Source: an optimization exercise on an open RTL-to-GDS flow (aim: small area, a short achievable clock period and few clock cycles per item). Production flows keep margins and buffers that such runs may drop.
Function was checked by simulation only, so behaviour that the tests miss may differ from the original.

`flow/config.mk`:
```
export PLATFORM = sky130hd
export DESIGN_NAME = neuron_visit
export DESIGN_NICKNAME = neuron_visit
export VERILOG_FILES = /design/flow/design.v
export SDC_FILE = /design/flow/constraint.sdc
export NUM_CORES = 4
export LEC_CHECK = 0
export CAP_MARGIN = 20
export CORE_MARGIN = 2
export CORE_UTILIZATION = 40
export SLEW_MARGIN = 20
```
`flow/run.sh`:
```
#!/bin/bash
# synth_recipe.tcl (not shown) runs the flow's synth.tcl, then flattens the netlist and writes it again
# the make line also repeats each setting of config.mk as NAME=value (left out here)
make -C /OpenROAD-flow-scripts/flow DESIGN_CONFIG=/design/flow/config.mk WORK_HOME=/design/flow/orfs CLKGATE_MAP_FILE= SYNTH_SCRIPT=/design/flow/synth_recipe.tcl finish
```
`flow/constraint.sdc`:
```
create_clock -name core_clock -period 24.0 [get_ports {clk}]
set_input_delay 4.8000 -clock core_clock [delete_from_list [all_inputs] [get_ports {clk}]]
set_output_delay 4.8000 -clock core_clock [all_outputs]
set_load 0.01 [all_outputs]
```
`flow/design.v`:
```
module neuron_visit (
    input  wire        clk,
    input  wire        rst,
    input  wire        cfg_wide,       
    input  wire [6:0]  cfg_step,       
    input  wire        pop_reset,      
    input  wire        pop_clocked,    
    input  wire [3:0]  pop_refract,    
    input  wire [22:0] pop_theta,      
    input  wire [23:0] pop_rest,       
    input  wire [7:0]  pop_d,          
    input  wire [15:0] pop_bias,       
    input  wire        pop_gated,      
    output wire [6:0]  f_addr,
    input  wire [24:0] f_data,
    input  wire        in_valid,
    output wire        in_ready,
    input  wire [63:0] in_rec,
    input  wire [31:0] in_acc,
    input  wire [31:0] in_late,
    input  wire        in_touched,
    output wire        out_valid,
    input  wire        out_ready,
    output wire [63:0] out_rec,
    output wire [3:0]  out_n,
    output wire        out_rest,
    output wire        out_refr_drop,
    output wire        out_gated,
    output wire        out_sat,
    output wire        out_clip
);
    localparam S_IDLE  = 3'd0;
    localparam S_FETCH = 3'd1;
    localparam S_LEAK  = 3'd2;
    localparam S_DIV   = 3'd3;
    localparam S_OUT   = 3'd4;
    reg [2:0] state;
    reg [1:0] div_i;
    reg signed [23:0] v_r;        
    reg signed [15:0] rbias_r;    
    reg signed [31:0] acc_r;
    reg signed [31:0] late_r;
    reg        [3:0]  refrac_r;
    reg               rested_r;   
    reg               touched_r;
    reg        [6:0]  k_r;
    reg signed [23:0] vs_r;       
    reg        [3:0]  refrac_n_r;
    reg               sat_r;
    reg               rest_cnt_r;
    reg               refr_drop_r;
    reg               gated_r;
    reg        [22:0] rem_r;
    reg        [3:0]  q_r;
    reg               fire_r;
    wire        [1:0] in_age   = in_rec[1:0];
    wire        [6:0] in_lt    = in_rec[15:9];
    wire        [3:0] in_refr  = in_rec[8:5];
    wire        [6:0] in_j     = cfg_step - in_lt;
    wire              in_aged  = in_age[1] | (in_age == 2'd1 && !in_j[6]);
    wire signed [23:0] in_v    = cfg_wide ? in_rec[63:40] : {{8{in_rec[31]}}, in_rec[31:16]};
    wire signed [15:0] in_rb   = cfg_wide ? in_rec[39:24] : 16'sd0;
    reg               rest_seen_r;   
    wire signed [25:0] f_s      = {1'b0, f_data};
    wire signed [49:0] leak_p   = v_r * f_s;
    wire signed [49:0] leak_pr  = leak_p + (leak_p[49] ? 50'sd16777215 : 50'sd0);
    wire signed [25:0] leak_v   = leak_pr[49:24];
    wire signed [23:0] rest_s   = pop_rest;
    wire signed [23:0] vmin     = cfg_wide ? 24'sh800000 : 24'shFF8000;
    wire signed [23:0] vmax     = cfg_wide ? 24'sh7FFFFF : 24'sh007FFF;
    wire signed [23:0] rest_sat = (rest_s < vmin) ? vmin : (rest_s > vmax) ? vmax : rest_s;
    wire signed [23:0] v_leak   = rested_r ? rest_sat : leak_v[23:0];
    wire        [7:0]  k_eff    = rested_r ? 8'd128 : {1'b0, k_r};
    wire        [3:0]  refr_eff = rested_r ? 4'd0 : refrac_r;
    wire signed [40:0] late_p   = late_r * $signed({1'b0, pop_d});
    wire signed [40:0] late_pr  = late_p + (late_p[40] ? 41'sd255 : 41'sd0);
    wire signed [32:0] late_v   = late_pr[40:8];
    wire signed [35:0] bias_sum = pop_clocked ?
                                  ($signed(pop_bias) + (cfg_wide ? rbias_r : 16'sd0)) : 36'sd0;
    wire signed [35:0] inp_full = acc_r + late_v + bias_sum;
    wire               refr_hit = (refr_eff != 4'd0) && (k_eff <= {4'd0, refr_eff});
    wire signed [35:0] inp      = refr_hit ? 36'sd0 : inp_full;
    wire        [3:0]  refr_nx  = refr_hit ? (refr_eff - k_eff[3:0]) : 4'd0;
    wire               test_a   = !refr_hit && !pop_gated;
    wire signed [35:0] t_sum    = v_leak + inp;
    wire               t_lo     = t_sum < vmin;
    wire               t_hi     = t_sum > vmax;
    wire signed [23:0] t_sat    = t_lo ? vmin : t_hi ? vmax : t_sum[23:0];
    wire        [25:0] div_sub  = {3'd0, pop_theta} << (3 - div_i);
    wire               div_ge   = {3'd0, rem_r} >= div_sub;
    wire        [25:0] div_rem  = {3'd0, rem_r} - div_sub;
    always @(posedge clk) begin
        if (rst) begin
            state <= S_IDLE;
            div_i <= 2'd0;
            k_r   <= 7'd0;
        end else begin
            case (state)
            S_IDLE: begin
                if (in_valid) begin
                    v_r       <= in_v;
                    rbias_r   <= in_rb;
                    acc_r     <= in_acc;
                    late_r    <= in_late;
                    refrac_r  <= in_refr;
                    rested_r  <= in_aged;
                    rest_seen_r <= (in_age == 2'd1) && !in_j[6];
                    touched_r <= in_touched;
                    k_r       <= in_j;
                    state     <= S_FETCH;
                end
            end
            S_FETCH: begin
                state <= S_LEAK;
            end
            S_LEAK: begin
                vs_r        <= t_sat;
                sat_r       <= t_lo | t_hi;
                refrac_n_r  <= refr_nx;
                rest_cnt_r  <= rest_seen_r;
                refr_drop_r <= refr_hit && touched_r;
                gated_r     <= !refr_hit && pop_gated && touched_r;
                fire_r      <= test_a && (t_sat >= $signed({1'b0, pop_theta}));
                rem_r       <= t_sat[22:0];
                q_r         <= 4'd0;
                div_i       <= 2'd0;
                state       <= S_DIV;
            end
            S_DIV: begin
                if (div_ge) begin
                    rem_r <= div_rem[22:0];
                    q_r   <= q_r | (4'b1000 >> div_i);
                end
                div_i <= div_i + 2'd1;
                if (div_i == 2'd3)
                    state <= S_OUT;
            end
            S_OUT: begin
                if (out_ready)
                    state <= S_IDLE;
            end
            default: state <= S_IDLE;
            endcase
        end
    end
    wire signed [23:0] v_new   = !fire_r   ? vs_r :
                                 !pop_reset ? 24'sd0 : {1'b0, rem_r};
    wire        [3:0]  n_new   = !fire_r ? 4'd0 : !pop_reset ? 4'd1 : q_r;
    wire               clip    = fire_r && pop_reset && (rem_r >= pop_theta);
    wire        [3:0]  refr_o  = fire_r ? pop_refract : refrac_n_r;
    wire        [15:0] low16   = {cfg_step, refr_o, 2'b00, sat_r, 2'b00};
    assign out_rec = cfg_wide ? {v_new, rbias_r, 8'd0, low16}
                              : {32'd0, v_new[15:0], low16};
    assign out_n         = n_new;
    assign out_clip      = clip;
    assign out_rest      = rest_cnt_r;
    assign out_refr_drop = refr_drop_r;
    assign out_gated     = gated_r;
    assign out_sat       = sat_r;
    assign out_valid     = (state == S_OUT);
    assign in_ready      = (state == S_IDLE);
    assign f_addr        = k_r;
endmodule
```
==> results.ini <==
[critical_path]
cp-start-kind=input port
end_kind=flop
r2r_start=v_r[6]
critPathRequiredTime_ps=24280
cpPeakStageDelay_ps=810
slowest_stage=clkdlybuf4s50_1
setup.worst_path.class=in -> reg
path_max_fanout=10
reg2reg_depth=77
reg2reg_slack_ps=5240
endpoint=fire_r
r2r-end=fire_r
cpMostUsedCell=fa_1
crit_start=f_data[12]
crit_arrival_ps=23060

[synth]
ys_seq_area_share_pct=11.4
synthArstFlopShare_pct=0
synth_top_cells_by_area=fa_1 32%, ha_1 13%, edfxtp_1 11%
yosys.area.top_type=fa_1
synth_ff_type=edfxtp_1
synth_cell_types=89
synth_edf_count=171
synth_area_sq_mm=0.0471
synth_common_cells=1,018 x inv_1, 741 x fa_1, 597 x nand2_1, 503 x ha_1, 477 x and2_1
avgSynthCellArea_sq_um=8.83
synth_seq_cells=183
synth_top_area_share_pct=31.5
ys_warn_count=1
syn_inst=5330
yosysMostFrequentCell=inv_1

[timing]
finalSetupViolations=0
clock.fmax_ghz=0.0439
setup_tns_ps=0
skew_ps=30.5
hold_ws_ps=431
finalCriticalPeriod_ps=22790
timing.final.ws_setup_ps=1210
worst_pin_slew_ps=1110
slew_headroom_pct=25.8
drv_slew=0
period_share_pct=95.0
rsz0062_at_grt=false
final-hold-violation-count=0

[global_routing]
grt_max_degree=64
grt_pass1_vias=38334
gr-total-overflow=0
grt_antenna_before_repair=15
grt.total_usage_pct=21.7
grt_pass1_wl_um=208000

[drt]
drtIter0Drc=2020
detailedRoute.firstPassIterationCount=6
vias=36795
drc=0
routed_via_density=5.19
post_drt_wl_per_cell_um=17.9
ant_nets=0
wirelength_um=127000

[place]
dpl_cell_area_sq_mm=0.0520
dp.cells=7053
post-dp-hpwl_um=107000
portBuffers=318
pre_cts_ws_ps=751
place_congestion=0.901

[hold_path]
hp-class=reg -> reg

[job]
cap_violations=0

[clock_tree]
numCtsBuffers=17
cts_root_buffer=clkbuf_16
clockBufferDepth=2
cts_tree=yes
clock_latency_ps=550
clk_pin_slew_worst_paths_ps=100
clock-sinks=183
htreeDepth=4

[die]
rows=125
die_w_um=347
design.core.area_sq_mm=0.117
dieHeight_um=347
dieArea_sq_mm=0.120
start_util_pct=40.4
io_pins=326

[finish]
fin_nets=7036
layout-drive-gt1-share_pct=3.85
fin_cells=7092
fin_util_pct=45.2
area_growth_syn_to_layout_pct=12.0
fin_area_sq_mm=0.0527

[outcome]
outcome=finished clean

registers in the layout, indices dropped and copies added, names as in the netlist:
name / count
rbias_r: 16
fire_r: 1
gated_r: 1
touched_r: 1
v_r: 24
rem_r: 23
acc_r: 32
refrac_n_r: 4
state: 3
vs_r: 24
rested_r: 1
late_r: 32
rest_cnt_r: 1
rest_seen_r: 1
sat_r: 1
k_r: 7
div_i: 2
refr_drop_r: 1
refrac_r: 4
q_r: 4
cells by family after synthesis:
group / count (synthesis) / synth area share, %
simple gates: 1666 / 17.7
fa+ha+maj: 1244 / 44.9
buf+inv: 1231 / 9.99
compound gates: 736 / 10.3
xor+xnor: 210 / 3.91
flops: 183 / 11.4
mux: 59 / 1.83
other cells: 1 / 0.00796
critical path, delay by kind of cell:
family	cells	cell delay, ps
buf+inv	7	1650
mux	2	760
compound gates	32	6900
fa+ha+maj	12	5130
xor+xnor	2	330
simple gates	22	3470
per-layer routing:
metal  track usage, %  routed length (um)  up-vias
li1                 -                   -    17402
met1             29.2               56600    18460
met2             36.5               61700      783
met3             3.28                6380      142
met4             5.36                2540        8
met5                0                  44        -
cell type report:
| type | count | area (sq um) |
|---|---|---|
| Antenna cell | 7 | 17.5 |
| Clock buffer | 17 | 425 |
| Clock inverter | 15 | 234 |
| Fill cell | 11428 | 63800 |
| Inverter | 1020 | 3830 |
| Multi-Input combinational cell | 3919 | 37100 |
| Sequential cell | 183 | 5380 |
| Tap cell | 1524 | 1910 |
| Timing Repair Buffer | 407 | 3860 |
worst min path at each step:
stage	start	end	slack, ps	cells past startpoint
2_1_floorplan	rest_seen_r	rest_cnt_r	400	0
3_3_place_gp	rest_seen_r	rest_cnt_r	400	0
3_5_place_dp	rest_seen_r	rest_cnt_r	410	0
4_1_cts	rest_seen_r	rest_cnt_r	440	0
5_1_grt	rest_seen_r	rest_cnt_r	440	0
6_report	rest_seen_r	rest_cnt_r	430	0
cells in the final DEF, fill, tap and decap left out, types with 30 or more instances in the layout:
cell	instances
o21ai_0	123
nand3_1	48
nand4_1	37
xor2_1	63
clkdlybuf4s50_1	314
and2_1	477
inv_1	1017
a22oi_1	30
nand2b_1	37
fa_1	741
o21a_1	45
ha_1	503
nor2b_1	63
a21o_1	95
xnor2_1	146
mux2_2	31
nor2_1	229
o21bai_1	37
and3_1	35
nand2_1	597
a21oi_1	200
buf_4	90
edfxtp_1	171
nor3_1	48
repair_timing:
item                                    in CTS  in global routing
hold buffers                                 0                  0
setup buffers                                0                  0
resized for setup                            0                  7
endpoints found under the setup margin       0                  1
Testbench counts, summed over its fixed seeds: cycles 128,000, items 16,000.

[static timing again, ports no longer ideal]
Ports are ideal in the flow. The routed layout listed here was re-timed in OpenROAD.
Step 1: set_driving_cell puts a clkbuf_16 on clk and a buf_2 on each other input, an assumption about the parent block.
Step 2 also shifts input and output timing later by t, the mid clock arrival at the registers, as if the neighbouring blocks saw the same clock.
a / b / c = no drivers / after step 1 / after step 2; a / b = the first two.
t (ns): 0.607
setup slack, ns: 1.211 / 1.254 / 0.646
hold WS [ns]: 0.431 / 0.431 / 0.431
clock arrival spread, ns: 0.031 / 0.031
cell pins on the clock port's net: 1
After both steps this run still meets setup and hold. For this run, drivers alone change the setup slack by +0.043 ns; drivers and shift together by -0.565 ns.
